What follows belongs to an exercise in optimizing a design on an open flow for small area, a short achievable clock period and few clock cycles; a production flow would make more cautious choices. Function was checked by simulation only, so behaviour that the tests miss may differ from the original.

==> design/flow/design.v <==
module chz_hash_core (
  input  wire          clk,
  input  wire          rst,           
  input  wire          in_valid,
  output wire          in_ready,
  input  wire          in_first,      
  input  wire          in_mode,       
  input  wire [1023:0] in_block,      
  output reg           out_valid,
  output wire [383:0]  out_digest
);
  function automatic [31:0] rotr32(input [31:0] x, input integer n);
    rotr32 = (x >> n) | (x << (32 - n));
  endfunction
  function automatic [63:0] rotr64(input [63:0] x, input integer n);
    rotr64 = (x >> n) | (x << (64 - n));
  endfunction
  function automatic [63:0] big_sigma0(input m, input [63:0] x);
    reg [63:0] r5;
    reg [31:0] r2;
    r5 = rotr64(x, 28) ^ rotr64(x, 34) ^ rotr64(x, 39);
    r2 = rotr32(x[31:0], 2) ^ rotr32(x[31:0], 13) ^ rotr32(x[31:0], 22);
    big_sigma0 = {r5[63:32], m ? r5[31:0] : r2};
  endfunction
  function automatic [63:0] big_sigma1(input m, input [63:0] x);
    reg [63:0] r5;
    reg [31:0] r2;
    r5 = rotr64(x, 14) ^ rotr64(x, 18) ^ rotr64(x, 41);
    r2 = rotr32(x[31:0], 6) ^ rotr32(x[31:0], 11) ^ rotr32(x[31:0], 25);
    big_sigma1 = {r5[63:32], m ? r5[31:0] : r2};
  endfunction
  function automatic [63:0] small_sigma0(input m, input [63:0] x);
    reg [63:0] r5;
    reg [31:0] r2;
    r5 = rotr64(x, 1) ^ rotr64(x, 8) ^ (x >> 7);
    r2 = rotr32(x[31:0], 7) ^ rotr32(x[31:0], 18) ^ (x[31:0] >> 3);
    small_sigma0 = {r5[63:32], m ? r5[31:0] : r2};
  endfunction
  function automatic [63:0] small_sigma1(input m, input [63:0] x);
    reg [63:0] r5;
    reg [31:0] r2;
    r5 = rotr64(x, 19) ^ rotr64(x, 61) ^ (x >> 6);
    r2 = rotr32(x[31:0], 17) ^ rotr32(x[31:0], 19) ^ (x[31:0] >> 10);
    small_sigma1 = {r5[63:32], m ? r5[31:0] : r2};
  endfunction
  function automatic [63:0] iv(input m, input [2:0] i);
    if (m) begin
      case (i)
        3'd0: iv = 64'hcbbb9d5dc1059ed8;
        3'd1: iv = 64'h629a292a367cd507;
        3'd2: iv = 64'h9159015a3070dd17;
        3'd3: iv = 64'h152fecd8f70e5939;
        3'd4: iv = 64'h67332667ffc00b31;
        3'd5: iv = 64'h8eb44a8768581511;
        3'd6: iv = 64'hdb0c2e0d64f98fa7;
        default: iv = 64'h47b5481dbefa4fa4;
      endcase
    end else begin
      case (i)
        3'd0: iv = 64'h6a09e667;
        3'd1: iv = 64'hbb67ae85;
        3'd2: iv = 64'h3c6ef372;
        3'd3: iv = 64'ha54ff53a;
        3'd4: iv = 64'h510e527f;
        3'd5: iv = 64'h9b05688c;
        3'd6: iv = 64'h1f83d9ab;
        default: iv = 64'h5be0cd19;
      endcase
    end
  endfunction
  function automatic [63:0] add64(input [63:0] x, input [63:0] y);
    reg [63:0] gg, pp, p0;
    integer l, j;
    gg = x & y;
    pp = x ^ y;
    p0 = pp;
    for (l = 0; l < 6; l = l + 1)
      for (j = 63; j >= 0; j = j - 1)
        if ((j >> l) & 1) begin
          gg[j] = gg[j] | (pp[j] & gg[((j >> l) << l) - 1]);
          pp[j] = pp[j] & pp[((j >> l) << l) - 1];
        end
    add64 = p0 ^ {gg[62:0], 1'b0};
  endfunction
  reg               mode;         
  reg               mode_s1;      
  reg               mode_s0n;     
  reg               mode_w;       
  reg               omode;        
  reg               omode_n;      
  reg  [15:0]       lsh;          
  reg  [15:0]       lsl;          
  reg  [7:0]        lsu;          
  reg               ps_eh, ps_e4, ps_e2;    
  reg               ps_ah, ps_a4, ps_a2;    
  reg               ps_n, ps_g;             
  reg               ldmode;       
  reg               ldfirst;      
  reg               bfirst;       
  reg               ld;           
  reg  [3:0]        lcnt;         
  reg               rdy;          
  reg               epre;         
  reg               apre;         
  reg               apost;        
  reg               run;          
  reg               tail;         
  reg  [6:0]        rcnt;         
  reg  [6:0]        kcnt;         
  reg               f3, f2, f1, f0, fz;   
  reg  [15:0][63:0] w;            
  reg  [63:0]       a, b, c, d;   
  reg  [63:0]       e, f, g;      
  reg  [63:0]       pe;           
  reg  [63:0]       kr;           
  reg  [7:0][63:0]  hv;           
  wire       ld_last  = ld && (lcnt == 4'd15);
  reg [63:0] krom;
  always @* begin
    case (kcnt)
      7'd0: krom = 64'h428a2f98d728ae22;
      7'd1: krom = 64'h7137449123ef65cd;
      7'd2: krom = 64'hb5c0fbcfec4d3b2f;
      7'd3: krom = 64'he9b5dba58189dbbc;
      7'd4: krom = 64'h3956c25bf348b538;
      7'd5: krom = 64'h59f111f1b605d019;
      7'd6: krom = 64'h923f82a4af194f9b;
      7'd7: krom = 64'hab1c5ed5da6d8118;
      7'd8: krom = 64'hd807aa98a3030242;
      7'd9: krom = 64'h12835b0145706fbe;
      7'd10: krom = 64'h243185be4ee4b28c;
      7'd11: krom = 64'h550c7dc3d5ffb4e2;
      7'd12: krom = 64'h72be5d74f27b896f;
      7'd13: krom = 64'h80deb1fe3b1696b1;
      7'd14: krom = 64'h9bdc06a725c71235;
      7'd15: krom = 64'hc19bf174cf692694;
      7'd16: krom = 64'he49b69c19ef14ad2;
      7'd17: krom = 64'hefbe4786384f25e3;
      7'd18: krom = 64'h0fc19dc68b8cd5b5;
      7'd19: krom = 64'h240ca1cc77ac9c65;
      7'd20: krom = 64'h2de92c6f592b0275;
      7'd21: krom = 64'h4a7484aa6ea6e483;
      7'd22: krom = 64'h5cb0a9dcbd41fbd4;
      7'd23: krom = 64'h76f988da831153b5;
      7'd24: krom = 64'h983e5152ee66dfab;
      7'd25: krom = 64'ha831c66d2db43210;
      7'd26: krom = 64'hb00327c898fb213f;
      7'd27: krom = 64'hbf597fc7beef0ee4;
      7'd28: krom = 64'hc6e00bf33da88fc2;
      7'd29: krom = 64'hd5a79147930aa725;
      7'd30: krom = 64'h06ca6351e003826f;
      7'd31: krom = 64'h142929670a0e6e70;
      7'd32: krom = 64'h27b70a8546d22ffc;
      7'd33: krom = 64'h2e1b21385c26c926;
      7'd34: krom = 64'h4d2c6dfc5ac42aed;
      7'd35: krom = 64'h53380d139d95b3df;
      7'd36: krom = 64'h650a73548baf63de;
      7'd37: krom = 64'h766a0abb3c77b2a8;
      7'd38: krom = 64'h81c2c92e47edaee6;
      7'd39: krom = 64'h92722c851482353b;
      7'd40: krom = 64'ha2bfe8a14cf10364;
      7'd41: krom = 64'ha81a664bbc423001;
      7'd42: krom = 64'hc24b8b70d0f89791;
      7'd43: krom = 64'hc76c51a30654be30;
      7'd44: krom = 64'hd192e819d6ef5218;
      7'd45: krom = 64'hd69906245565a910;
      7'd46: krom = 64'hf40e35855771202a;
      7'd47: krom = 64'h106aa07032bbd1b8;
      7'd48: krom = 64'h19a4c116b8d2d0c8;
      7'd49: krom = 64'h1e376c085141ab53;
      7'd50: krom = 64'h2748774cdf8eeb99;
      7'd51: krom = 64'h34b0bcb5e19b48a8;
      7'd52: krom = 64'h391c0cb3c5c95a63;
      7'd53: krom = 64'h4ed8aa4ae3418acb;
      7'd54: krom = 64'h5b9cca4f7763e373;
      7'd55: krom = 64'h682e6ff3d6b2b8a3;
      7'd56: krom = 64'h748f82ee5defb2fc;
      7'd57: krom = 64'h78a5636f43172f60;
      7'd58: krom = 64'h84c87814a1f0ab72;
      7'd59: krom = 64'h8cc702081a6439ec;
      7'd60: krom = 64'h90befffa23631e28;
      7'd61: krom = 64'ha4506cebde82bde9;
      7'd62: krom = 64'hbef9a3f7b2c67915;
      7'd63: krom = 64'hc67178f2e372532b;
      7'd64: krom = 64'hca273eceea26619c;
      7'd65: krom = 64'hd186b8c721c0c207;
      7'd66: krom = 64'heada7dd6cde0eb1e;
      7'd67: krom = 64'hf57d4f7fee6ed178;
      7'd68: krom = 64'h06f067aa72176fba;
      7'd69: krom = 64'h0a637dc5a2c898a6;
      7'd70: krom = 64'h113f9804bef90dae;
      7'd71: krom = 64'h1b710b35131c471b;
      7'd72: krom = 64'h28db77f523047d84;
      7'd73: krom = 64'h32caab7b40c72493;
      7'd74: krom = 64'h3c9ebe0a15c9bebc;
      7'd75: krom = 64'h431d67c49c100d4c;
      7'd76: krom = 64'h4cc5d4becb3e42b6;
      7'd77: krom = 64'h597f299cfc657e2a;
      7'd78: krom = 64'h5fcb6fab3ad6faec;
      7'd79: krom = 64'h6c44198c4a475817;
      default: krom = 64'h0;
    endcase
  end
  wire [63:0] k_nx  = {krom[63:32], kmode ? krom[31:0] : krom[63:32]};
  reg         kmode;         
  wire [6:0] n_m18 = mode ? 7'd62 : 7'd46;    
  wire [6:0] n_m4  = mode ? 7'd76 : 7'd60;    
  wire       can_ld   = !ld && !epre && (!run || tail);
  wire       start_ld = in_valid && can_ld;
  assign in_ready = rdy;
  always @(posedge clk) begin
    if (rst) begin
      ld        <= 1'b0;
      rdy       <= 1'b0;
      epre      <= 1'b0;
      apre      <= 1'b0;
      apost     <= 1'b0;
      run       <= 1'b0;
      tail      <= 1'b0;
      f3        <= 1'b0;
      f2        <= 1'b0;
      f1        <= 1'b0;
      f0        <= 1'b0;
      fz        <= 1'b0;
      out_valid <= 1'b0;
    end else begin
      if (start_ld) begin
        ld      <= 1'b1;
        ldfirst <= in_first;
        ldmode  <= in_first ? in_mode : ldmode;
      end else if (ld_last) begin
        ld      <= 1'b0;
      end
      rdy   <= ld && (lcnt == 4'd14);
      epre  <= ld_last;
      apre  <= epre;
      apost <= apre;
      if (epre) begin
        run  <= 1'b1;
        tail <= 1'b0;
      end else begin
        if (f1) run <= 1'b0;
        if (run && rcnt == n_m18) tail <= 1'b1;
      end
      f3        <= run && (rcnt == n_m4);
      f2        <= f3;
      f1        <= f2;
      f0        <= f1;
      fz        <= f0;
      out_valid <= fz;
    end
  end
  always @(posedge clk) begin
    lcnt <= lcnt_nx;
    rcnt <= epre ? 7'd0 : rcnt + 7'd1;
    kcnt <= (ld && lcnt == 4'd14) ? 7'd0 : kcnt + 7'd1;
    if (ld_last) mode <= ldmode;
    ps_eh <= ld_last && !ldfirst;
    ps_e4 <= ld_last && ldfirst && ldmode;
    ps_e2 <= ld_last && ldfirst && !ldmode;
    ps_ah <= epre && !ldfirst;
    ps_a4 <= epre && ldfirst && ldmode;
    ps_a2 <= epre && ldfirst && !ldmode;
    ps_n  <= !(ld_last || epre);
    ps_g  <= !ld_last;
    kmode <= ((ld && lcnt == 4'd14) || ld_last) ? ldmode : mode;
    if (ld_last || epre) mode_s1 <= ldmode;
    if (ld_last || rdy) mode_w <= ldmode;
    if (epre) begin
      mode_s0n <= !mode;
      bfirst   <= ldfirst;
    end
    if (f1) begin
      omode   <= mode;
      omode_n <= !mode;
    end
  end
  wire [63:0] he   = f3 ? hv[7] : (f2 ? hv[6] : (f1 ? hv[5] : hv[4]));
  wire [63:0] ha   = f2 ? hv[3] : (f1 ? hv[2] : (f0 ? hv[1] : hv[0]));
  wire [63:0] se_h = add64(e, he);
  wire [63:0] sa_h = add64(a, ha);
  wire [7:0][63:0] y;
  genvar gi;
  generate
    for (gi = 0; gi < 8; gi = gi + 1) begin : g_y
      if (gi == 0)
        assign y[gi] = ldfirst ? iv(ldmode, gi) : (fz ? sa_h : hv[gi]);
      else if (gi == 4)
        assign y[gi] = ldfirst ? iv(ldmode, gi) : (f0 ? se_h : hv[gi]);
      else
        assign y[gi] = ldfirst ? iv(ldmode, gi) : hv[gi];
    end
  endgenerate
  reg [63:0] ld_word;
  integer q;
  always @* begin
    ld_word = 64'h0;
    for (q = 0; q < 16; q = q + 1) begin
      if (lsh[q]) ld_word[63:32] = ld_word[63:32] | in_block[1023 - 64*q -: 32];
      if (lsl[q]) ld_word[31:0]  = ld_word[31:0]  | in_block[991 - 64*q -: 32];
    end
    for (q = 0; q < 8; q = q + 1)
      if (lsu[q]) ld_word[31:0] = ld_word[31:0] | in_block[511 - 64*q -: 32];
  end
  wire [3:0] lcnt_nx   = start_ld ? 4'd0 : lcnt + 4'd1;
  wire       ldmode_nx = start_ld ? (in_first ? in_mode : ldmode) : ldmode;
  integer r;
  always @(posedge clk) begin
    for (r = 0; r < 16; r = r + 1) begin
      lsh[r] <= (lcnt_nx == r);
      lsl[r] <= ldmode_nx ? (lcnt_nx == r) : (r >= 8 && lcnt_nx == 2*(r-8)+1);
    end
    for (r = 0; r < 8; r = r + 1)
      lsu[r] <= !ldmode_nx && (lcnt_nx == 2*r);
  end
  function automatic [127:0] csa_s1(input m, input [63:0] x, input [63:0] y, input [63:0] z);
    reg [63:0] r5a, r5b, r5c, sg;
    reg [31:0] r2a, r2b, r2c;
    r5a = rotr64(x, 14); r5b = rotr64(x, 18); r5c = rotr64(x, 41);
    r2a = rotr32(x[31:0], 6); r2b = rotr32(x[31:0], 11); r2c = rotr32(x[31:0], 25);
    sg  = big_sigma1(m, x);
    csa_s1 = {((sg & y) | (sg & z) | (y & z)) << 1,
              (r5a[63:32] ^ y[63:32]) ^ (r5b[63:32] ^ z[63:32]) ^ r5c[63:32],
              m ? ((r5a[31:0] ^ y[31:0]) ^ (r5b[31:0] ^ z[31:0]) ^ r5c[31:0])
                : ((r2a ^ y[31:0]) ^ (r2b ^ z[31:0]) ^ r2c)};
  endfunction
  function automatic [127:0] csa_s0(input m, input [63:0] x, input [63:0] y, input [63:0] z);
    reg [63:0] r5a, r5b, r5c, sg;
    reg [31:0] r2a, r2b, r2c;
    r5a = rotr64(x, 28); r5b = rotr64(x, 34); r5c = rotr64(x, 39);
    r2a = rotr32(x[31:0], 2); r2b = rotr32(x[31:0], 13); r2c = rotr32(x[31:0], 22);
    sg  = big_sigma0(m, x);
    csa_s0 = {((sg & y) | (sg & z) | (y & z)) << 1,
              (r5a[63:32] ^ y[63:32]) ^ (r5b[63:32] ^ z[63:32]) ^ r5c[63:32],
              m ? ((r5a[31:0] ^ y[31:0]) ^ (r5b[31:0] ^ z[31:0]) ^ r5c[31:0])
                : ((r2a ^ y[31:0]) ^ (r2b ^ z[31:0]) ^ r2c)};
  endfunction
  function automatic [127:0] csa_ss0(input m, input [63:0] x, input [63:0] y, input [63:0] z);
    reg [63:0] r5a, r5b, r5c, sg;
    reg [31:0] r2a, r2b, r2c;
    r5a = rotr64(x, 1); r5b = rotr64(x, 8); r5c = x >> 7;
    r2a = rotr32(x[31:0], 7); r2b = rotr32(x[31:0], 18); r2c = x[31:0] >> 3;
    sg  = small_sigma0(m, x);
    csa_ss0 = {((sg & y) | (sg & z) | (y & z)) << 1,
               (r5a[63:32] ^ y[63:32]) ^ (r5b[63:32] ^ z[63:32]) ^ r5c[63:32],
               m ? ((r5a[31:0] ^ y[31:0]) ^ (r5b[31:0] ^ z[31:0]) ^ r5c[31:0])
                 : ((r2a ^ y[31:0]) ^ (r2b ^ z[31:0]) ^ r2c)};
  endfunction
  function automatic [127:0] csa_ss1(input m, input [63:0] x, input [63:0] y, input [63:0] z);
    reg [63:0] r5a, r5b, r5c, sg;
    reg [31:0] r2a, r2b, r2c;
    r5a = rotr64(x, 19); r5b = rotr64(x, 61); r5c = x >> 6;
    r2a = rotr32(x[31:0], 17); r2b = rotr32(x[31:0], 19); r2c = x[31:0] >> 10;
    sg  = small_sigma1(m, x);
    csa_ss1 = {((sg & y) | (sg & z) | (y & z)) << 1,
               (r5a[63:32] ^ y[63:32]) ^ (r5b[63:32] ^ z[63:32]) ^ r5c[63:32],
               m ? ((r5a[31:0] ^ y[31:0]) ^ (r5b[31:0] ^ z[31:0]) ^ r5c[31:0])
                 : ((r2a ^ y[31:0]) ^ (r2b ^ z[31:0]) ^ r2c)};
  endfunction
  function automatic [127:0] csa(input [63:0] x, input [63:0] y, input [63:0] z);
    csa = {((x & y) | (x & z) | (y & z)) << 1, x ^ y ^ z};
  endfunction
  wire [127:0] wc1   = csa_ss0(mode_w, w[1], w[0], w[9]);
  wire [127:0] wc2   = csa_ss1(mode_w, w[14], wc1[63:0], wc1[127:64]);
  wire [63:0]  w_new = add64(wc2[63:0], wc2[127:64]);
  wire [63:0]  ch    = (e & f) ^ (~e & g);
  wire [127:0] ec    = csa_s1(mode_s1, e, ch, pe);
  wire [63:0]  sum_e = add64(ec[63:0], ec[127:64]);
  wire [63:0]  mj    = (a & b) ^ (a & c) ^ (b & c);
  wire [127:0] ac1   = csa(e, ~d, mj);
  wire [127:0] ac2   = csa_s0(!mode_s0n, a, ac1[63:0], {ac1[127:65], 1'b1});
  wire [63:0]  sum_a = add64(ac2[63:0], ac2[127:64]);
  wire [63:0]  pdx   = ({64{ps_eh}} & hv[3]) | ({64{ps_e4}} & iv(1'b1, 3'd3)) | ({64{ps_e2}} & iv(1'b0, 3'd3))
                     | ({64{ps_ah}} & hv[2]) | ({64{ps_a4}} & iv(1'b1, 3'd2)) | ({64{ps_a2}} & iv(1'b0, 3'd2));
  wire [63:0]  pd    = pdx | ({64{ps_n}} & b);
  wire [63:0]  ph    = ({64{ps_eh}} & hv[7]) | ({64{ps_e4}} & iv(1'b1, 3'd7)) | ({64{ps_e2}} & iv(1'b0, 3'd7))
                     | ({64{ps_g}} & g);
  wire [127:0] pc1   = csa(ph, kr, w[0]);
  wire [127:0] pc2   = {((pc1[63:0] & pc1[127:64]) | ((pc1[63:0] | pc1[127:64]) & pd)) << 1,
                        ps_n ? (pc1[63:0] ^ pc1[127:64] ^ b) : (pc1[63:0] ^ pc1[127:64] ^ pdx)};
  wire [63:0]  pe_new = add64(pc2[63:0], pc2[127:64]);
  integer i;
  always @(posedge clk) begin
    for (i = 0; i < 15; i = i + 1)
      w[i] <= w[i+1];
    w[15] <= ld ? ld_word : w_new;
    a  <= apre ? y[0] : sum_a;
    b  <= apre ? y[1] : a;
    c  <= apre ? y[2] : b;
    d  <= apre ? y[3] : c;
    e  <= epre ? y[4] : sum_e;
    f  <= epre ? y[5] : e;
    g  <= epre ? y[6] : f;
    pe <= pe_new;
    kr <= k_nx;
    if (apost && bfirst) begin
      for (i = 0; i < 8; i = i + 1)
        hv[i] <= iv(mode, i[2:0]);
    end
    if (f3) hv[7] <= se_h;
    if (f2) begin
      hv[6] <= se_h;
      hv[3] <= sa_h;
    end
    if (f1) begin
      hv[5] <= se_h;
      hv[2] <= sa_h;
    end
    if (f0) begin
      hv[4] <= se_h;
      hv[1] <= sa_h;
    end
    if (fz) hv[0] <= sa_h;
  end
  assign out_digest[383:192] = omode ? {hv[0], hv[1], hv[2]}
                                     : {128'h0, hv[0][31:0], hv[1][31:0]};
  assign out_digest[191:0]   = !omode_n ? {hv[3], hv[4], hv[5]}
                                        : {hv[2][31:0], hv[3][31:0], hv[4][31:0],
                                           hv[5][31:0], hv[6][31:0], hv[7][31:0]};
endmodule
==> design/flow/flow/run.sh <==
#!/bin/bash
# The standard layout (standard.sh) with two changes to how it is made:
#  - port buffers are buf_1 cells instead of the delay cells buffer_ports picks;
#  - repair_timing is asked to leave 7 ns of setup slack on the design's clock.
# The SDC and the clock period are unchanged.
set -euo pipefail
bash standard.sh "BUFFER_PORTS_ARGS=-buffer_cell sky130_fd_sc_hd__buf_1" SETUP_SLACK_MARGIN=7 finish > standard.log 2>&1
==> design/flow/standard.sh <==
#!/bin/bash
# synth_recipe.tcl (not shown) runs the flow's synth.tcl, then flattens the netlist and writes it again
# the make line also repeats each setting of config.mk as NAME=value (left out here)
make -C /OpenROAD-flow-scripts/flow DESIGN_CONFIG=/design/flow/config.mk WORK_HOME=/design/flow/orfs CLKGATE_MAP_FILE= SYNTH_SCRIPT=/design/flow/synth_recipe.tcl "${@:-finish}"
==> design/flow/config.mk <==
export PLATFORM = sky130hd
export DESIGN_NAME = chz_hash_core
export DESIGN_NICKNAME = chz_hash_core
export VERILOG_FILES = /design/flow/design.v
export SDC_FILE = /design/flow/constraint.sdc
export NUM_CORES = 8
export LEC_CHECK = 0
export CAP_MARGIN = 50
export CORE_MARGIN = 2
export CORE_UTILIZATION = 40
export CTS_CLUSTER_DIAMETER = 100
export CTS_CLUSTER_SIZE = 24
export SLEW_MARGIN = 50
export SYNTH_MEMORY_MAX_BITS = 16384
==> design/flow/constraint.sdc <==
create_clock -name core_clock -period 12.0 [get_ports {clk}]
set_input_delay 2.4000 -clock core_clock [delete_from_list [all_inputs] [get_ports {clk}]]
set_output_delay 2.4000 -clock core_clock [all_outputs]
set_load 0.01 [all_outputs]
==> run summary, run 1 <==
routing usage on met1=59.2%; ordered cell list for the critical path=ha_1, xor2_1, nand2_8, clkinv_4, buf_12, nand2_1, o21a_1, o21ai_0, a221oi_1, o21ai_0, o21ai_0; Async SR Flop Fraction=0%; Synth Instances=12900; yosys synthesis warning count=1; signed area change from the synthesized netlist to the final layout=16.8%; number of DRC violations after detailed-routing iteration 0=22600; required arrival time at the worst endpoint=12720 ps; Relative slew margins=22.7%; met2 usage=79.6%; synthesized area=124000 um^2; post-route minimum period=5360 ps; Std-Cell Rows=204; clock tree from TritonCTS=yes; Top Ports=1415; gr usage total=57.7%; longest individual stage delay on the worst path=700 ps; net count of the mapped netlist=14600; routed length per instance=48.8 um; number of enable flip-flop cells after synthesis=521; root buffer selected by CTS=sky130_fd_sc_hd__clkbuf_16; number of antenna violations at the first check in global routing=434; Antenna Violating Nets Remaining=0; number of filler cells placed in the layout=30000; Critical-path top delay cell=sky130_fd_sc_hd__o21ai_0; # H-tree levels=3; Final period util=44.7%; Clock Skews=53.3 ps; total grt overflow=0; placement-stage worst setup slack=5620 ps; Setup Viol. Count Final=0; height of the die=561 um; NumNets Final=15900; number of register bits inferred by synthesis=2264; upper clock frequency limit=187 MHz; most heavily used metal layer in global routing=met2; final number of hold-violating endpoints=0; number of detailed-routing iterations run before antenna repair=10; Routed WL=918 mm; Tightest Pin Transition=1160 ps; mean area per synthesized cell=9.59 um^2; crit-path max FO=105; Max Cap Viol=0; wire length of the first global-routing pass=1190 mm; maximum number of pins on one net before global-route repair=146; post-CTS clock slew at the launch and capture registers of the worst setup and hold paths=100 ps; full die area=315000 um^2; worst setup path category=reg2reg; element type at the critical path end=flop; data arrival time of the worst path=6080 ps; startpoint type of the worst setup path=flop; Clock Sinks=2264; vias in the first global route=110000; vias per std cell=6.70; top flip-flop cell by instance count after synthesis=sky130_fd_sc_hd__dfxtp_1; number of remaining DRC errors=0; fin. max-slew vios=0; number of clock buffers inserted by TritonCTS=119; Post-DP HPWL=702 mm; setup TNS=0 ps; most frequent CP cell=sky130_fd_sc_hd__o21ai_0; number of distinct library cells after synthesis=99; fraction of layout instances using a drive strength above 1=12.5%; Tightest Hold Check Type=reg2reg; area inside the core boundary=309000 um^2; utilization after layout=46.9%; routed via count=126000; number of port buffers=1414; worst-case register-to-register setup slack=6640 ps; CTS max path bufs=3; met3 track utilization from global routing=32.0%; status=finished clean; floorplan die width=561 um; effective utilization at floorplan=40.2%; fraction of the yosys area taken by sequential cells=40.7%; Skew-Pair Late Insertion Delay=910 ps; RSZ-0062 raised after global routing=yes; minimum hold slack=304 ps; final estimated routing congestion in global placement=1.16; worst-case setup margin in the final layout=6640 ps
==> final timing paths <==
check,startpoint,end,cells after the start
max,kcnt[0]$_SDFF_PP0_,krom[38]$_DFF_P_,11
min,w[173]$_DFF_P_,w[109]$_DFF_P_,0
max reg2reg,kcnt[0]$_SDFF_PP0_,krom[38]$_DFF_P_,11
min reg2reg,w[173]$_DFF_P_,w[109]$_DFF_P_,0
==> through the flow <==
step                      cells  cell area, um^2
final                     18800           145000
after global routing      18500           144000
after CTS                 18200           141000
after detailed placement  18000           136000
after global placement    17900           134000
after floorplan           12900           124000
==> layout by cell type (no fill, tap or decap), types with 91 or more instances in the layout <==
cell and instances:
sky130_fd_sc_hd__a22oi_1 354, sky130_fd_sc_hd__dfxtp_2 91, sky130_fd_sc_hd__edfxtp_1 521, sky130_fd_sc_hd__buf_1 1337
sky130_fd_sc_hd__mux2i_1 167, sky130_fd_sc_hd__nor3_1 123, sky130_fd_sc_hd__and2_1 302, sky130_fd_sc_hd__buf_4 443
sky130_fd_sc_hd__nand3_1 202, sky130_fd_sc_hd__xnor2_1 1093, sky130_fd_sc_hd__ha_1 510, sky130_fd_sc_hd__fa_1 161
sky130_fd_sc_hd__a21o_1 316, sky130_fd_sc_hd__maj3_1 293, sky130_fd_sc_hd__o21ai_0 556, sky130_fd_sc_hd__a21oi_1 941
sky130_fd_sc_hd__dfxtp_1 1616, sky130_fd_sc_hd__nand4_1 131, sky130_fd_sc_hd__o211ai_1 105, sky130_fd_sc_hd__inv_1 597
sky130_fd_sc_hd__diode_2 462, sky130_fd_sc_hd__clkbuf_16 126, sky130_fd_sc_hd__a22o_1 121, sky130_fd_sc_hd__a221oi_1 134
sky130_fd_sc_hd__nand2_1 753, sky130_fd_sc_hd__mux2_2 324, sky130_fd_sc_hd__o21bai_1 105, sky130_fd_sc_hd__nor2_1 675
sky130_fd_sc_hd__xor2_1 343
==> timing repair <==
item	CTS	global route
hold endpoints to repair	0	0
hold buffers	0	0
gates cloned	14	6
buffers inserted	55	60
endpoints found under the setup margin	584	335
pin swaps	27	105
gates resized for setup	192	218
==> synthesized netlist by cell type (93+ instances only) <==
cell type,number,share of area (%)
sky130_fd_sc_hd__a21o_1,317,1.9
sky130_fd_sc_hd__a21oi_1,976,3.9
sky130_fd_sc_hd__a221oi_1,181,1.3
sky130_fd_sc_hd__a22o_1,124,0.88
sky130_fd_sc_hd__a22oi_1,385,2.3
sky130_fd_sc_hd__a31oi_1,93,0.47
sky130_fd_sc_hd__and2_1,302,1.5
sky130_fd_sc_hd__buf_1,145,0.44
sky130_fd_sc_hd__clkbuf_1,763,2.3
sky130_fd_sc_hd__dfxtp_1,1743,28
sky130_fd_sc_hd__edfxtp_1,521,13
sky130_fd_sc_hd__fa_1,162,2.6
sky130_fd_sc_hd__ha_1,521,5.3
sky130_fd_sc_hd__inv_1,605,1.8
sky130_fd_sc_hd__maj3_1,298,2.4
sky130_fd_sc_hd__mux2_2,324,2.9
sky130_fd_sc_hd__mux2i_1,168,1.4
sky130_fd_sc_hd__nand2_1,774,2.3
sky130_fd_sc_hd__nand3_1,207,0.84
sky130_fd_sc_hd__nand4_1,131,0.66
sky130_fd_sc_hd__nor2_1,704,2.1
sky130_fd_sc_hd__nor3_1,143,0.58
sky130_fd_sc_hd__o211ai_1,105,0.64
sky130_fd_sc_hd__o21ai_0,619,2.5
sky130_fd_sc_hd__o21bai_1,109,0.66
sky130_fd_sc_hd__xnor2_1,1125,7.9
sky130_fd_sc_hd__xor2_1,351,2.5
==> layout make-up <==
class                           count  area (um^2)  area share [%]
Inverter                          616         2340            1.62
Clock buffer                      146         3100            2.14
Sequential cell                  2264        50800            35.1
Multi-Input combinational cell   9113        70100            48.4
Tap cell                         4120         5150            3.56
Antenna cell                      462         1160           0.798
Timing Repair Buffer             2029        11500            7.93
Clock inverter                     48          717           0.495
==> metal layers <==
metal  wire [um]  vias up
met2      376000    11700
li1            -    48900
met4      117000      158
met3      128000     4080
met1      295000    61200
met5        2540        -
==> flip-flops by register name, indices dropped and copies added (netlist names), 7 cells and up <==
signal,cells
lsu,8
g,64
hv,512
krom,64
f,64
w,1024
d,64
a,64
rcnt,7
pe,64
kcnt,7
c,64
e,64
lsl,16
kr,64
lsh,15
b,64
==> cells by family (layout without fill, tap and decap cells) <==
kind of cell	Yosys count	after routing	synth area share [%]
compound gates	3572	3572	19.1
simple gates	2555	2555	9.62
flops	2264	2264	40.7
buf+inv	1559	2839	4.82
xor+xnor	1512	1512	11.1
fa+ha+maj	981	981	10.3
mux	493	493	4.31
other cells	0	462	0
==> critical path: cells and delay by family, from the launching register on <==
kind	cells	cell delay, ps
flops	1	540
simple gates	2	870
buf+inv	2	770
fa+ha+maj	1	310
xor+xnor	1	510
compound gates	5	2010
Testbench counts, summed over its fixed seeds: cycles 57,494.
==> run 2, diff against run 1 <==
==> design/flow/flow/run.sh (replaced) <==
#!/bin/bash
# The standard layout (standard.sh) with two changes to how it is made:
#  - port buffers are buf_1 cells instead of the delay cells buffer_ports picks;
#  - repair_timing is asked to leave 6.5 ns of setup slack on the design's clock.
# The SDC and the clock period are unchanged.
set -euo pipefail
bash standard.sh "BUFFER_PORTS_ARGS=-buffer_cell sky130_fd_sc_hd__buf_1" SETUP_SLACK_MARGIN=6.5 finish > standard.log 2>&1
--- a/design/flow/config.mk
+++ b/design/flow/config.mk
@@ -8,7 +8,5 @@
 export CAP_MARGIN = 50
 export CORE_MARGIN = 2
 export CORE_UTILIZATION = 40
-export CTS_CLUSTER_DIAMETER = 100
-export CTS_CLUSTER_SIZE = 24
 export SLEW_MARGIN = 50
 export SYNTH_MEMORY_MAX_BITS = 16384
==> run summary, run 2 <==
area of placed instances=135000 um^2 (-0.22%); clock tree from TritonCTS=yes; worst setup path category=reg2reg; Tightest Pin Transition=1010 ps (-150 ps); crit-path max FO=29 (-72%); element type at the critical path end=flop; # H-tree levels=4 (+1); most used cells in the layout excluding fill and tap cells=1644 x sky130_fd_sc_hd__dfxtp_1, 1335 x sky130_fd_sc_hd__buf_1, 1105 x sky130_fd_sc_hd__xnor2_1; leading cell type by number of instances after synthesis=sky130_fd_sc_hd__dfxtp_1; top flip-flop cell by instance count after synthesis=sky130_fd_sc_hd__dfxtp_1; NumNets Final=15900 (+0.013%); final number of hold-violating endpoints=0 (unchanged); final estimated routing congestion in global placement=1.16 (about the same); ordered cell list for the critical path=ha_1, inv_1, nor2_1, buf_4, inv_1, buf_4, ha_1, buf_4, or3_1, a21oi_1, o311ai_0, a31oi_1; number of flip-flops under the largest register name=1024 (unchanged); wire length of the first global-routing pass=1190 mm (about the same); number of register bits inferred by synthesis=2264 (unchanged); number of DRC violations after detailed-routing iteration 0=22700 (+0.38%); Synth Instances=12900 (unchanged); required arrival time at the worst endpoint=12730 ps (about the same); number of port buffers=1414 (unchanged); top cell types by occurrence after synthesis=1743 x sky130_fd_sc_hd__dfxtp_1, 1125 x sky130_fd_sc_hd__xnor2_1, 976 x sky130_fd_sc_hd__a21oi_1, 774 x sky130_fd_sc_hd__nand2_1, 763 x sky130_fd_sc_hd__clkbuf_1; Clock Skews=68.4 ps (+15.1 ps); cell taking the most area after synthesis=sky130_fd_sc_hd__dfxtp_1; register ranked first by flip-flop count=w; Antenna Violating Nets Remaining=0 (unchanged); full die area=315000 um^2 (unchanged); gr usage total=57.8% (+0.14 points); Post-CTS Hold Fix Bufs=0 (unchanged); most common cell after layout, fill and taps aside=sky130_fd_sc_hd__dfxtp_1; r2r startpoint=kcnt[0]$_SDFF_PP0_; number of distinct library cells after synthesis=99 (unchanged); Relative slew margins=32.1% (+9.4 points); synthesized area=124000 um^2 (unchanged); root buffer selected by CTS=sky130_fd_sc_hd__clkbuf_16; Async SR Flop Fraction=0% (unchanged); fin. max-slew vios=0 (unchanged); multi-input combinational cell area=69000 um^2 (-1.6%); total grt overflow=0 (unchanged); largest registers=w (1024), hv (512); sequential standard cell area=50700 um^2 (-0.14%); effective utilization at floorplan=40.2% (unchanged); Skew-Pair Late Insertion Delay=970 ps (+60 ps); routed via count=128000 (+1.2%); mean area per synthesized cell=9.59 um^2 (unchanged); Final period util=46.5% (+1.9 points); Routed WL=910 mm (-0.81%); most frequent CP cell=sky130_fd_sc_hd__buf_4; source of the worst hold timing path=w[1005]$_DFF_P_; Top Ports=1415 (unchanged); post-route minimum period=5590 ps (+224 ps); Std-Cell Rows=204 (unchanged); upper clock frequency limit=179 MHz (-4.0%); post-CTS clock slew at the launch and capture registers of the worst setup and hold paths=70 ps (-30 ps); number of detailed-routing iterations run before antenna repair=13 (+3); RSZ-0062 raised after global routing=yes; longest individual stage delay on the worst path=800 ps (+100 ps); fraction of layout instances using a drive strength above 1=11.8% (-0.68 points); number of remaining DRC errors=0 (unchanged); status=finished clean; Synth top area share=28.1% (unchanged); Clock Sinks=2264 (unchanged); startpoint type of the worst setup path=flop; yosys synthesis warning count=1 (unchanged); CTS max path bufs=4 (+1); vias per std cell=6.76 (+0.90%); Post-DP HPWL=696 mm (-0.75%); floorplan die width=561 um (unchanged); area inside the core boundary=309000 um^2 (unchanged); vias in the first global route=110000 (-0.31%); Max Cap Viol=0 (unchanged); number of antenna violations at the first check in global routing=390 (-10%); routed length per instance=48.3 um (-1.1%); number of clock buffers inserted by TritonCTS=235 (+97%); launch point of the worst path=kcnt[0]$_SDFF_PP0_; fraction of the yosys area taken by sequential cells=40.7% (unchanged); dominant cells by area after synthesis=sky130_fd_sc_hd__dfxtp_1 28%, sky130_fd_sc_hd__edfxtp_1 13%, sky130_fd_sc_hd__xnor2_1 7.9%; Finished Cell Area=146000 um^2 (+1.0%); number of enable flip-flop cells after synthesis=521 (unchanged); Setup Viol. Count Final=0 (unchanged); number of filler cells placed in the layout=29800 (-0.42%); Tightest Hold Check Type=reg2reg; maximum number of pins on one net before global-route repair=124 (-15%); net count of the mapped netlist=14600 (unchanged); Critical-path top delay cell=sky130_fd_sc_hd__o311ai_0; height of the die=561 um (unchanged); signed area change from the synthesized netlist to the final layout=17.9%; setup TNS=0 ps (unchanged); data arrival time of the worst path=6320 ps (+240 ps)
[run 2: path summary, 6_finish.rpt]
kind                      endpoint  depth (start not counted)  slack, ps
setup / recovery  krom[17]$_DFF_P_                         12       6410
hold / removal      w[941]$_DFF_P_                          0        290
hold reg to reg     w[941]$_DFF_P_                          0        290
setup reg to reg  krom[17]$_DFF_P_                         12       6410
[run 2: per-stage QoR]
| step | instances | hold slack [ps] | setup WS, ps | utilization (%) |
|---|---|---|---|---|
| 2_1_floorplan | 12900 | 310 | 6760 | - |
| 3_3_place_gp | 17900 | 310 | 5150 | 43.4 |
| 3_5_place_dp | 17900 | 312 | 5610 | 43.8 |
| 4_1_cts | 18400 | 293 | 6470 | 46.6 |
| 5_1_grt | 18600 | 288 | 6420 | 47.2 |
| 6_report | 18900 | 285 | 6410 | 47.4 |
[run 2: cell families after synthesis]
| family | count (synthesis) | synth area share (%) |
|---|---|---|
| AOI/OAI and AO/OA | 3572 | 19.1 |
| and+or+nand+nor | 2555 | 9.62 |
| DFF | 2264 | 40.7 |
| buffers and inverters | 1559 | 4.82 |
| xor gates and xnor gates | 1512 | 11.1 |
| adders and majority gates | 981 | 10.3 |
| muxes | 493 | 4.31 |
[run 2: worst max-delay path: cells and delay by family (launching register included)]
family          cells  cell delay, ps
compound gates      3            1580
buf+inv             5            1380
fa+ha+maj           2             940
simple gates        2             800
flops               1             680
[run 2: layout make-up]
class,instances,share of cell area (%)
diodes,408,0.698
flip-flops and latches,2264,34.7
inverters,616,1.59
clock buffers,318,4.57
multi-input cells,9113,47.1
repair buffers,1915,6.92
clock inverters,105,0.900
well taps,4120,3.52
[run 2: what timing repair did]
item | 4_1_cts | 5_1_grt
cloned | 3 | 1
pin swaps | 3 | 3
setup endpoints to repair | 320 | 176
gates resized for setup | 52 | 56
buffers inserted | 24 | 2
[run 2: per-layer routing]
metal  global-route usage, %  share of wire, %  vias to the layer above
met4                    58.4                12                      144
met5                    5.44              0.20                        -
met3                    33.2                14                     4202
met1                    60.9                33                    62100
li1                        -                 -                    49000
met2                    78.1                41                    12100
==> run 3, diff against run 2 <==
==> design/flow/flow/run.sh (replaced) <==
#!/bin/bash
# The standard layout (standard.sh) with two changes to how it is made:
#  - port buffers are buf_1 cells instead of the delay cells buffer_ports picks;
#  - repair_timing is asked to leave 7.5 ns (worst 20% of endpoints) of setup slack on the design's clock.
# The SDC and the clock period are unchanged.
set -euo pipefail
bash standard.sh "BUFFER_PORTS_ARGS=-buffer_cell sky130_fd_sc_hd__buf_1" SETUP_SLACK_MARGIN=7.5 TNS_END_PERCENT=20 finish > standard.log 2>&1
==> run summary, run 3 <==
synthesized area=124000 um^2 (unchanged); Relative slew margins=33.7% (+1.7 points); full die area=315000 um^2 (unchanged); number of DRC violations after detailed-routing iteration 0=23900 (+5.4%); maximum number of pins on one net before global-route repair=172 (+39%); fin. max-slew vios=0 (unchanged); data arrival time of the worst path=5830 ps (-490 ps); number of port buffers=1414 (unchanged); dominant cells by area after synthesis=sky130_fd_sc_hd__dfxtp_1 28%, sky130_fd_sc_hd__edfxtp_1 13%, sky130_fd_sc_hd__xnor2_1 7.9%; number of clock buffers inserted by TritonCTS=241 (+2.6%); gr usage total=58.8% (+1.0 points); Std-Cell Rows=204 (unchanged); number of filler cells placed in the layout=28900 (-2.9%); total grt overflow=0 (unchanged); top flip-flop cell by instance count after synthesis=sky130_fd_sc_hd__dfxtp_1; fraction of layout instances using a drive strength above 1=19.2% (+7.4 points); end of the critical path=pe[50]$_DFF_P_; routed length per instance=48.5 um (+0.51%); vias in the first global route=114000 (+3.4%); register ranked first by flip-flop count=w; cell taking the most area after synthesis=sky130_fd_sc_hd__dfxtp_1; r2r startpoint=ps_eh$_DFF_P_; worst-case register-to-register setup slack=7040 ps (+630 ps); final number of hold-violating endpoints=0 (unchanged); CTS max path bufs=4 (unchanged); sequential standard cell area=50900 um^2 (+0.41%); Max Cap Viol=0 (unchanged); startpoint type of the worst setup path=flop; vias per std cell=6.83 (+1.1%); Tightest Hold Check Type=reg2reg; number of enable flip-flop cells after synthesis=521 (unchanged); element type at the critical path end=flop; root buffer selected by CTS=sky130_fd_sc_hd__clkbuf_16; upper clock frequency limit=202 MHz (+13%); Final period util=41.3% (-5.2 points); post-route minimum period=4960 ps (-625 ps); minimum hold slack=245 ps (-40.0 ps); height of the die=561 um (unchanged); number of detailed-routing iterations run before antenna repair=13 (unchanged); wire length of the first global-routing pass=1210 mm (+2.0%); Tightest Pin Transition=994 ps (-14.3 ps); area of placed instances=136000 um^2 (+0.16%); number of antenna violations at the first check in global routing=410 (+5.1%); number of remaining DRC errors=0 (unchanged); area inside the core boundary=309000 um^2 (unchanged); most used cells in the layout excluding fill and tap cells=1573 x sky130_fd_sc_hd__dfxtp_1, 1321 x sky130_fd_sc_hd__buf_1, 1024 x sky130_fd_sc_hd__xnor2_1; mean area per synthesized cell=9.59 um^2 (unchanged); yosys synthesis warning count=1 (unchanged); net count of the mapped netlist=14600 (unchanged); clock tree from TritonCTS=yes; number of distinct library cells after synthesis=99 (unchanged); multi-input combinational cell area=73200 um^2 (+6.1%); most common cell after layout, fill and taps aside=sky130_fd_sc_hd__dfxtp_1; RSZ-0062 raised after global routing=yes; Post-DP HPWL=693 mm (-0.47%); largest registers=w (1024), hv (512); capture point of the worst reg-to-reg path=pe[50]$_DFF_P_; crit-path max FO=5 (-83%); worst r2r path cells=21 (+9); Setup Viol. Count Final=0 (unchanged); post-CTS clock slew at the launch and capture registers of the worst setup and hold paths=70 ps (about the same); Clock Skews=93.6 ps (+25.2 ps); leading cell type by number of instances after synthesis=sky130_fd_sc_hd__dfxtp_1; final estimated routing congestion in global placement=1.19 (+2.0%); effective utilization at floorplan=40.2% (unchanged); Async SR Flop Fraction=0% (unchanged); floorplan die width=561 um (unchanged); Clock Sinks=2264 (unchanged); routed via count=132000 (+3.7%); fraction of the yosys area taken by sequential cells=40.7% (unchanged); launch point of the worst path=ps_eh$_DFF_P_; setup TNS=0 ps (unchanged); number of register bits inferred by synthesis=2264 (unchanged); Post-CTS Hold Fix Bufs=0 (unchanged); # H-tree levels=4 (unchanged); Top Ports=1415 (unchanged); Synth top area share=28.1% (unchanged); top cell types by occurrence after synthesis=1743 x sky130_fd_sc_hd__dfxtp_1, 1125 x sky130_fd_sc_hd__xnor2_1, 976 x sky130_fd_sc_hd__a21oi_1, 774 x sky130_fd_sc_hd__nand2_1, 763 x sky130_fd_sc_hd__clkbuf_1; status=finished clean; Antenna Violating Nets Remaining=0 (unchanged); Finished Cell Area=156000 um^2 (+6.9%); signed area change from the synthesized netlist to the final layout=26.1%; NumNets Final=16300 (+2.8%); number of flip-flops under the largest register name=1024 (unchanged); Routed WL=939 mm (+3.1%); required arrival time at the worst endpoint=12860 ps (+130 ps); Synth Instances=12900 (unchanged); Skew-Pair Late Insertion Delay=990 ps (+20 ps); worst setup path category=reg2reg
==> run 3: changes by cell type in the layout (fill, tap and decap cells not counted), moves of 53 or more <==
cell	delta
sky130_fd_sc_hd__a21oi_2	+74
sky130_fd_sc_hd__buf_4	+264
sky130_fd_sc_hd__ha_1	-72
sky130_fd_sc_hd__xnor2_2	+73
sky130_fd_sc_hd__maj3_2	+54
sky130_fd_sc_hd__dfxtp_1	-71
sky130_fd_sc_hd__ha_4	+53
sky130_fd_sc_hd__xnor2_1	-81
sky130_fd_sc_hd__o21ai_0	-82
sky130_fd_sc_hd__a21oi_1	-96
sky130_fd_sc_hd__buf_6	+62
sky130_fd_sc_hd__buf_12	+55
sky130_fd_sc_hd__maj3_1	-54
==> run 3: through the flow <==
step / cells / worst slack, ps / util [%]
after floorplan: 12900 / 7430 / -
after global placement: 17900 / 5420 / 43.4
after detailed placement: 17900 / 5960 / 43.9
after CTS: 18700 / 7150 / 48.8
after global routing: 19100 / 6970 / 50.4
final: 19300 / 7040 / 50.7
==> run 3: critical path: stages, from the launching register on <==
cell,delay [ps]
sky130_fd_sc_hd__dfxtp_4,370
sky130_fd_sc_hd__buf_12,130
sky130_fd_sc_hd__buf_16,150
sky130_fd_sc_hd__buf_16,130
sky130_fd_sc_hd__a22oi_2,570
sky130_fd_sc_hd__fa_1,560
sky130_fd_sc_hd__inv_2,90
sky130_fd_sc_hd__ha_4,200
sky130_fd_sc_hd__xor2_1,150
sky130_fd_sc_hd__ha_1,320
sky130_fd_sc_hd__a21o_1,170
sky130_fd_sc_hd__a21o_1,170
sky130_fd_sc_hd__a21o_1,160
sky130_fd_sc_hd__a21o_1,170
sky130_fd_sc_hd__a221o_1,370
sky130_fd_sc_hd__a221oi_4,320
sky130_fd_sc_hd__buf_4,180
sky130_fd_sc_hd__a31oi_4,130
sky130_fd_sc_hd__buf_6,150
sky130_fd_sc_hd__o21a_1,180
sky130_fd_sc_hd__nor2_1,110
sky130_fd_sc_hd__xnor2_1,130
==> run 3: metal layers <==
layer | vias up | wire, um | global-route usage (%)
met5 | - | 1230 | 5.57
met4 | 116 | 119000 | 61.7
met3 | 4726 | 136000 | 34.6
met2 | 13100 | 381000 | 79.8
met1 | 64300 | 301000 | 60.2
li1 | 49900 | - | -
==> run 3: cells by family after synthesis <==
kind of cell    after synthesis  synth area share, %
compound gates             3572                 19.1
simple gates               2555                 9.62
flops                      2264                 40.7
buf+inv                    1559                 4.82
xor+xnor                   1512                 11.1
fa+ha+maj                   981                 10.3
mux                         493                 4.31
==> run 3: area by class of cell <==
type / count / share of cell area [%]
Inverter: 616 / 1.52
Tap cell: 4120 / 3.30
Sequential cell: 2264 / 32.6
Antenna cell: 432 / 0.691
Clock buffer: 325 / 4.41
Timing Repair Buffer: 2355 / 9.95
Multi-Input combinational cell: 9116 / 46.8
Clock inverter: 115 / 0.790
==> run 3: repair_timing <==
action,in CTS,in global routing
cloned,44,5
resized for setup,791,509
setup endpoints to repair,993,840
pin swaps,346,298
setup buffers,242,183
==> run 3: worst min-delay path by stage <==
stage / startpoint / endpoint / cells past startpoint
3_3_place_gp: w[683]$_DFF_P_ / w[619]$_DFF_P_ / 0
4_1_cts: w[148]$_DFF_P_ / w[84]$_DFF_P_ / 0
5_1_grt: w[148]$_DFF_P_ / w[84]$_DFF_P_ / 0
6_report: w[148]$_DFF_P_ / w[84]$_DFF_P_ / 0
3_5_place_dp: w[134]$_DFF_P_ / w[70]$_DFF_P_ / 0
2_1_floorplan: w[164]$_DFF_P_ / w[100]$_DFF_P_ / 0
==> run 4, diff against run 3 <==
==> design/flow/run.sh (new file) <==
#!/bin/bash
# synth_recipe.tcl (not shown) runs the flow's synth.tcl, then flattens the netlist and writes it again
# the make line also repeats each setting of config.mk as NAME=value (left out here)
make -C /OpenROAD-flow-scripts/flow DESIGN_CONFIG=/design/flow/config.mk WORK_HOME=/design/flow/orfs CLKGATE_MAP_FILE= SYNTH_SCRIPT=/design/flow/synth_recipe.tcl finish
--- a/design/flow/config.mk
+++ b/design/flow/config.mk
@@ -8,5 +8,6 @@
 export CAP_MARGIN = 50
 export CORE_MARGIN = 2
 export CORE_UTILIZATION = 40
+export SETUP_SLACK_MARGIN = 5
 export SLEW_MARGIN = 50
 export SYNTH_MEMORY_MAX_BITS = 16384
removed: design/flow/flow/run.sh
removed: design/flow/standard.sh
==> run summary, run 4 <==
number of port buffers=1414 (unchanged); post-CTS clock slew at the launch and capture registers of the worst setup and hold paths=70 ps (about the same); yosys synthesis warning count=1 (unchanged); Tightest Pin Transition=1450 ps (+452 ps); final estimated routing congestion in global placement=1.18 (-0.73%); Relative slew margins=3.30% (-30 points); startpoint type of the worst setup path=flop; final number of hold-violating endpoints=0 (unchanged); Post-DP HPWL=703 mm (+1.5%); number of DRC violations after detailed-routing iteration 0=24100 (+0.64%); wire length of the first global-routing pass=1240 mm (+2.2%); crit-path max FO=18 (+13); Setup Viol. Count Final=0 (unchanged); post-route minimum period=6720 ps (+1760 ps); NumNets Final=15800 (-2.9%); top cell types by occurrence after synthesis=1743 x sky130_fd_sc_hd__dfxtp_1, 1125 x sky130_fd_sc_hd__xnor2_1, 976 x sky130_fd_sc_hd__a21oi_1, 774 x sky130_fd_sc_hd__nand2_1, 763 x sky130_fd_sc_hd__clkbuf_1; largest registers=w (1024), hv (512); fin. max-slew vios=0 (unchanged); data arrival time of the worst path=7690 ps (+1860 ps); setup TNS=0 ps (unchanged); root buffer selected by CTS=sky130_fd_sc_hd__clkbuf_16; Gates resized, CTS repair=0 (-100%); vias per std cell=6.77 (-0.94%); number of enable flip-flop cells after synthesis=521 (unchanged); net count of the mapped netlist=14600 (unchanged); Antenna Violating Nets Remaining=0 (unchanged); most used cells in the layout excluding fill and tap cells=1629 x sky130_fd_sc_hd__dfxtp_1, 1374 x sky130_fd_sc_hd__clkdlybuf4s50_1, 1102 x sky130_fd_sc_hd__xnor2_1; number of clock buffers inserted by TritonCTS=237 (-1.7%); register ranked first by flip-flop count=w; gr usage total=60.6% (+1.8 points); number of antenna violations at the first check in global routing=408 (-0.49%); Routed WL=939 mm (about the same); element type at the critical path end=flop; routed via count=128000 (-3.4%); number of flip-flops under the largest register name=1024 (unchanged); worst-case register-to-register setup slack=5280 ps (-1760 ps); Skew-Pair Late Insertion Delay=1040 ps (+50 ps); post-CTS setup buffer count=0 (-100%); vias in the first global route=112000 (-1.7%); worst setup path category=reg2reg; mean area per synthesized cell=9.59 um^2 (unchanged); clock tree from TritonCTS=yes; full die area=315000 um^2 (unchanged); top flip-flop cell by instance count after synthesis=sky130_fd_sc_hd__dfxtp_1; Async SR Flop Fraction=0% (unchanged); height of the die=561 um (unchanged); number of filler cells placed in the layout=28900 (-0.19%); effective utilization at floorplan=40.2% (unchanged); number of register bits inferred by synthesis=2264 (unchanged); status=finished clean; Max Cap Viol=0 (unchanged); synthesized area=124000 um^2 (unchanged); Tightest Hold Check Type=reg2reg; maximum number of pins on one net before global-route repair=153 (-11%); upper clock frequency limit=149 MHz (-26%); fraction of the yosys area taken by sequential cells=40.7% (unchanged); signed area change from the synthesized netlist to the final layout=24.7%; Synth top area share=28.1% (unchanged); most common cell after layout, fill and taps aside=sky130_fd_sc_hd__dfxtp_1; routed length per instance=49.8 um (+2.6%); Clock Sinks=2264 (unchanged); Clock Skews=71.3 ps (-22.3 ps); dominant cells by area after synthesis=sky130_fd_sc_hd__dfxtp_1 28%, sky130_fd_sc_hd__edfxtp_1 13%, sky130_fd_sc_hd__xnor2_1 7.9%; total grt overflow=0 (unchanged); leading cell type by number of instances after synthesis=sky130_fd_sc_hd__dfxtp_1; Std-Cell Rows=204 (unchanged); CTS max path bufs=4 (unchanged); Final period util=56.0% (+15 points); # H-tree levels=4 (unchanged); RSZ-0062 raised after global routing=no; number of distinct library cells after synthesis=99 (unchanged); floorplan die width=561 um (unchanged); area inside the core boundary=309000 um^2 (unchanged); number of detailed-routing iterations run before antenna repair=14 (+1); number of remaining DRC errors=0 (unchanged); Synth Instances=12900 (unchanged); required arrival time at the worst endpoint=12970 ps (+110 ps); cell taking the most area after synthesis=sky130_fd_sc_hd__dfxtp_1; Post-CTS Hold Fix Bufs=0 (unchanged); Top Ports=1415 (unchanged); fraction of layout instances using a drive strength above 1=11.6% (-7.6 points)
## run 4: per-layer routing
layer | GRT usage, % | share of wire, %
met4 | 62.7 | 13
met5 | 15.3 | 0.31
met3 | 43.5 | 15
met1 | 59.7 | 32
met2 | 78.4 | 40
## run 4: metrics by stage
step	cell area [um^2]	std cells	util (%)	setup slack [ps]	hold slack, ps
after floorplan	124000	12900	-	6760	310
after CTS	152000	18400	49.4	5630	290
final	155000	18900	50.1	5280	307
after global routing	154000	18600	50.0	5140	293
after global placement	143000	17900	46.3	5460	310
after detailed placement	144000	17900	46.6	5590	312
## run 4: logic make-up (layout without fill, tap and decap cells)
kind of cell | after synthesis | count (layout) | synth area share [%]
compound gates | 3572 | 3572 | 19.1
simple gates | 2555 | 2555 | 9.62
flops | 2264 | 2264 | 40.7
buf+inv | 1559 | 2954 | 4.82
xor+xnor | 1512 | 1512 | 11.1
fa+ha+maj | 981 | 981 | 10.3
mux | 493 | 493 | 4.31
other cells | 0 | 418 | 0
## run 4: final timing paths
kind | end | depth (start not counted) | startpoint
min | w[317]$_DFF_P_ | 0 | w[381]$_DFF_P_
max | pe[63]$_DFF_P_ | 20 | ps_e4$_DFF_P_
min reg2reg | w[317]$_DFF_P_ | 0 | w[381]$_DFF_P_
max reg2reg | pe[63]$_DFF_P_ | 20 | ps_e4$_DFF_P_
## run 4: area by class of cell
cell class                 instances  area, um^2  area share [%]
antenna                          418        1050           0.676
clock buffer                     298        6620            4.28
clock inverter                   147        1820            1.18
inverter                         616        2320            1.50
multi-input combinational       9113       68900            44.5
sequential                      2264       50700            32.8
tap                             4120        5150            3.33
timing repair buffer            1893       18200            11.7
## run 4: critical path, stage by stage, from the launching register on
cell and delay (ps):
sky130_fd_sc_hd__dfxtp_2 620, sky130_fd_sc_hd__buf_4 510, sky130_fd_sc_hd__buf_4 420, sky130_fd_sc_hd__or2_2 540
sky130_fd_sc_hd__nor3_1 240, sky130_fd_sc_hd__and2_1 280, sky130_fd_sc_hd__a21oi_1 220, sky130_fd_sc_hd__xor2_1 300
sky130_fd_sc_hd__ha_1 310, sky130_fd_sc_hd__a21o_1 180, sky130_fd_sc_hd__a21oi_1 190, sky130_fd_sc_hd__a21oi_1 130
sky130_fd_sc_hd__o2111ai_1 540, sky130_fd_sc_hd__a2111oi_1 200, sky130_fd_sc_hd__buf_4 210, sky130_fd_sc_hd__o21ai_0 550
sky130_fd_sc_hd__a21oi_1 190, sky130_fd_sc_hd__nor3_1 310, sky130_fd_sc_hd__o21ai_0 240, sky130_fd_sc_hd__nor4_1 310
sky130_fd_sc_hd__a311o_1 170
==> run 5, diff against run 4 <==
--- a/design/flow/design.v
+++ b/design/flow/design.v
@@ -111,6 +111,7 @@
   reg  [15:0][63:0] w;            
   reg  [63:0]       a, b, c, d;   
   reg  [63:0]       e, f, g;      
+  reg  [63:0]       an, en;       
   reg  [63:0]       pe;           
   reg  [63:0]       kr;           
   reg  [7:0][63:0]  hv;           
@@ -277,8 +278,8 @@
   end
   wire [63:0] he   = f3 ? hv[7] : (f2 ? hv[6] : (f1 ? hv[5] : hv[4]));
   wire [63:0] ha   = f2 ? hv[3] : (f1 ? hv[2] : (f0 ? hv[1] : hv[0]));
-  wire [63:0] se_h = add64(e, he);
-  wire [63:0] sa_h = add64(a, ha);
+  wire [63:0] se_h = add64(~en, he);
+  wire [63:0] sa_h = add64(~an, ha);
   wire [7:0][63:0] y;
   genvar gi;
   generate
@@ -367,7 +368,7 @@
   wire [127:0] ec    = csa_s1(mode_s1, e, ch, pe);
   wire [63:0]  sum_e = add64(ec[63:0], ec[127:64]);
   wire [63:0]  mj    = (a & b) ^ (a & c) ^ (b & c);
-  wire [127:0] ac1   = csa(e, ~d, mj);
+  wire [127:0] ac1   = csa(~en, ~d, mj);
   wire [127:0] ac2   = csa_s0(!mode_s0n, a, ac1[63:0], {ac1[127:65], 1'b1});
   wire [63:0]  sum_a = add64(ac2[63:0], ac2[127:64]);
   wire [63:0]  pdx   = ({64{ps_eh}} & hv[3]) | ({64{ps_e4}} & iv(1'b1, 3'd3)) | ({64{ps_e2}} & iv(1'b0, 3'd3))
@@ -385,11 +386,13 @@
       w[i] <= w[i+1];
     w[15] <= ld ? ld_word : w_new;
     a  <= apre ? y[0] : sum_a;
-    b  <= apre ? y[1] : a;
+    an <= ~(apre ? y[0] : sum_a);
+    b  <= apre ? y[1] : ~an;
     c  <= apre ? y[2] : b;
     d  <= apre ? y[3] : c;
     e  <= epre ? y[4] : sum_e;
-    f  <= epre ? y[5] : e;
+    en <= ~(epre ? y[4] : sum_e);
+    f  <= epre ? y[5] : ~en;
     g  <= epre ? y[6] : f;
     pe <= pe_new;
     kr <= k_nx;
==> design/flow/flow/run.sh (new file) <==
#!/bin/bash
# The standard layout (standard.sh) with two changes to how it is made:
#  - port buffers are buf_1 cells instead of the delay cells buffer_ports picks;
#  - repair_timing is asked to leave 7 ns of setup slack on the design's clock.
# The SDC and the clock period are unchanged.
set -euo pipefail
bash standard.sh "BUFFER_PORTS_ARGS=-buffer_cell sky130_fd_sc_hd__buf_1" SETUP_SLACK_MARGIN=7 finish > standard.log 2>&1
==> design/flow/standard.sh (new file) <==
#!/bin/bash
# synth_recipe.tcl (not shown) runs the flow's synth.tcl, then flattens the netlist and writes it again
# the make line also repeats each setting of config.mk as NAME=value (left out here)
make -C /OpenROAD-flow-scripts/flow DESIGN_CONFIG=/design/flow/config.mk WORK_HOME=/design/flow/orfs CLKGATE_MAP_FILE= SYNTH_SCRIPT=/design/flow/synth_recipe.tcl "${@:-finish}"
--- a/design/flow/config.mk
+++ b/design/flow/config.mk
@@ -8,6 +8,5 @@
 export CAP_MARGIN = 50
 export CORE_MARGIN = 2
 export CORE_UTILIZATION = 40
-export SETUP_SLACK_MARGIN = 5
 export SLEW_MARGIN = 50
 export SYNTH_MEMORY_MAX_BITS = 16384
removed: design/flow/run.sh
==> run summary, run 5 <==
dominant cells by area after synthesis=sky130_fd_sc_hd__dfxtp_1 29%, sky130_fd_sc_hd__edfxtp_1 12%, sky130_fd_sc_hd__xnor2_1 7.4%; capture point of the worst reg-to-reg path=krom[7]$_DFF_P_; number of flip-flops under the largest register name=1024 (unchanged); upper clock frequency limit=195 MHz (+31%); signed area change from the synthesized netlist to the final layout=19.8%; Routed WL=884 mm (-5.9%); list of failed layout checks=antenna violations; most heavily used metal layer in global routing=met2; total grt overflow=0 (unchanged); Top Ports=1415 (unchanged); Clock Skews=46.8 ps (-24.5 ps); full die area=323000 um^2 (+2.7%); maximum number of pins on one net before global-route repair=129 (-16%); worst r2r path cells=16 (-20%); vias per std cell=6.51 (-3.9%); Synth top area share=29.4% (+1.3 points); Final period util=42.8% (-13 points); CTS max path bufs=4 (unchanged); number of remaining DRC errors=0 (unchanged); number of enable flip-flop cells after synthesis=521 (unchanged); Antenna Violating Nets Remaining=1 (+1); largest registers=w (1024), hv (512); number of register bits inferred by synthesis=2392 (+5.7%); final estimated routing congestion in global placement=1.22 (+3.6%); met3 track utilization from global routing=23.1% (-20 points); r2r startpoint=lcnt[0]$_DFF_P_; Std-Cell Rows=207 (+1.5%); vias in the first global route=112000 (-0.19%); height of the die=568 um (+1.3%); number of antenna violations at the first check in global routing=364 (-11%); leading cell type by number of instances after synthesis=sky130_fd_sc_hd__dfxtp_1; top flip-flop cell by instance count after synthesis=sky130_fd_sc_hd__dfxtp_1; fraction of layout instances using a drive strength above 1=13.2% (+1.6 points); effective utilization at floorplan=40.1% (-0.075 points); NumNets Final=16400 (+3.3%); fin. max-slew vios=0 (unchanged); Skew-Pair Late Insertion Delay=950 ps (-90 ps); number of distinct library cells after synthesis=99 (unchanged); register ranked first by flip-flop count=w; element type at the critical path end=flop; yosys synthesis warning count=1 (unchanged); gr usage total=53.1% (-7.6 points); Async SR Flop Fraction=0% (unchanged); top cell types by occurrence after synthesis=1871 x sky130_fd_sc_hd__dfxtp_1, 1077 x sky130_fd_sc_hd__xnor2_1, 912 x sky130_fd_sc_hd__nand2_1, 821 x sky130_fd_sc_hd__a21oi_1, 767 x sky130_fd_sc_hd__nor2_1; net count of the mapped netlist=15100 (+2.8%); number of clock buffers inserted by TritonCTS=267 (+13%); startpoint type of the worst setup path=flop; final number of hold-violating endpoints=0 (unchanged); met2 usage=74.8% (-3.6 points); status=failed layout checks; routed via count=126000 (-1.4%); routed length per instance=45.7 um (-8.2%); floorplan die width=568 um (+1.3%); post-CTS clock slew at the launch and capture registers of the worst setup and hold paths=60 ps (about the same); fraction of the yosys area taken by sequential cells=41.7% (+0.94 points); mean area per synthesized cell=9.55 um^2 (-0.44%); Max Cap Viol=0 (unchanged); Clock Sinks=2392 (+5.7%); cell taking the most area after synthesis=sky130_fd_sc_hd__dfxtp_1; Tightest Pin Transition=976 ps (-470 ps); post-route minimum period=5130 ps (-1590 ps); setup TNS=0 ps (unchanged); worst setup path category=reg2reg; data arrival time of the worst path=5950 ps (-1740 ps); root buffer selected by CTS=sky130_fd_sc_hd__clkbuf_16; Post-DP HPWL=679 mm (-3.5%); routing usage on met1=57.2% (-2.5 points)
run 5: changes by cell type in the layout (fill, tap and decap cells not counted), sizes merged, moves of 95 or more:
cell / before / now
nand2: 774 / 913
inv: 633 / 738
clkbuf: 309 / 405
clkdlybuf4s50: 1374 / 0
a21oi: 977 / 826
dfxtp: 1743 / 1871
diode: 418 / 323
buf: 499 / 1875
o21ai: 625 / 755
run 5: cell type report:
type	count	area, um^2
flip-flops and latches	2392	53400
well taps	4180	5230
repair buffers	1925	10800
multi-input cells	9337	70600
clock buffers	379	7750
diodes	323	808
fillers	30800	165000
clock inverters	99	1240
inverters	722	2730
run 5: what timing repair did:
| item | 4_1_cts | 5_1_grt |
|---|---|---|
| gates resized for setup | 254 | 321 |
| pin swaps | 31 | 114 |
| setup buffers | 51 | 77 |
| hold buffers | 0 | 0 |
| endpoints found under the setup margin | 794 | 278 |
| gates cloned | 24 | 8 |
run 5: worst max-delay path: stages (launching register included):
cell	delay, ps
sky130_fd_sc_hd__dfxtp_1	480
sky130_fd_sc_hd__inv_1	80
sky130_fd_sc_hd__ha_1	210
sky130_fd_sc_hd__nand4_1	100
sky130_fd_sc_hd__buf_4	310
sky130_fd_sc_hd__nand2_1	90
sky130_fd_sc_hd__buf_4	280
sky130_fd_sc_hd__clkinv_2	360
sky130_fd_sc_hd__ha_1	220
sky130_fd_sc_hd__buf_4	320
sky130_fd_sc_hd__and3_1	730
sky130_fd_sc_hd__nor2_1	370
sky130_fd_sc_hd__o211ai_1	430
sky130_fd_sc_hd__o21ai_0	340
sky130_fd_sc_hd__o22ai_1	400
sky130_fd_sc_hd__nand2_1	100
sky130_fd_sc_hd__o21ai_0	150
run 5: per-layer routing:
metal / vias up / wire (um)
li1: 50100 / -
met1: 61000 / 292000
met2: 11100 / 361000
met3: 3688 / 115000
met4: 98 / 115000
met5: - / 719
run 5: cells by family after synthesis:
family                   after synthesis  synth area share (%)
multiplexers                         477                  4.08
AND/OR/NAND/NOR                     2903                  10.8
AO/OA/AOI/OAI                       3529                  18.4
XOR/XNOR                            1535                  10.9
adder cells (fa/ha/maj)              893                  9.31
buffers and inverters               1615                  4.85
flip-flops                          2392                  41.7
run 5: worst max-delay path by stage:
| stage | start | endpoint | slack (ps) | cells past startpoint |
|---|---|---|---|---|
| floorplan | ps_eh$_DFF_P_ | pe[38]$_DFF_P_ | 7000 | 22 |
| global placement | mode_w$_DFFE_PP_ | w[1015]$_DFF_P_ | 5290 | 20 |
| detailed placement | mode_w$_DFFE_PP_ | w[1015]$_DFF_P_ | 5200 | 20 |
| CTS | omode$_DFFE_PP_ | out_digest[204] | 6970 | 4 |
| global route | f1$_SDFF_PP0_ | en[37]$_DFF_P_ | 6900 | 21 |
| finish | lcnt[0]$_DFF_P_ | krom[7]$_DFF_P_ | 6870 | 16 |
run 5: per-stage QoR:
step           hold WS (ps)  setup slack (ps)  instance area, um^2  util [%]  std cells
5_1_grt                 306              6900               152000      48.0      19200
3_5_place_dp            312              5200               138000      43.5      18400
6_report                303              6870               153000      48.1      19400
3_3_place_gp            309              5290               137000      43.1      18300
4_1_cts                 301              6970               149000      47.0      18900
2_1_floorplan           310              7000               127000         -      13300
Testbench counts of run 5, summed over its fixed seeds: cycles 57,494.

-- re-timing with driven ports --
The results above use ideal ports. As a check the final layouts listed here were re-extracted and re-timed, cells and wires unchanged. Step 1, drivers: a clkbuf_16 drives clk and a buf_2 each remaining input, both assumed. Step 2 also shifts input and output timing later by t, the mid clock arrival at the registers, as if the neighbouring blocks saw the same clock. Three values: ideal ports, drivers, drivers and shift; two values: the first two.
run | t (ns) | setup slack, ns | worst setup path at the end | latest minus earliest clock arrival (ns) | slew at the worst register clock pin (ns)
run 1 | 1.020 | 6.639 / 6.639 / 6.639 | register to register | 0.063 / 0.063 | 0.11 / 0.11
run 2 | 1.053 | 6.415 / 6.328 / 6.415 | register to register | 0.070 / 0.070 | 0.08 / 0.08
run 3 | 1.062 | 7.040 / 6.992 / 6.914 | input to register | 0.096 / 0.096 | 0.08 / 0.08
run 4 | 1.145 | 5.280 / 5.280 / 5.280 | register to register | 0.073 / 0.073 | 0.08 / 0.08
run 5 | 1.037 | 6.866 / 6.809 / 6.866 | register to register | 0.052 / 0.052 | 0.07 / 0.07
The setup slack of run 3, which loses most, moves by -0.048 ns with the drivers and by -0.126 ns with both steps.
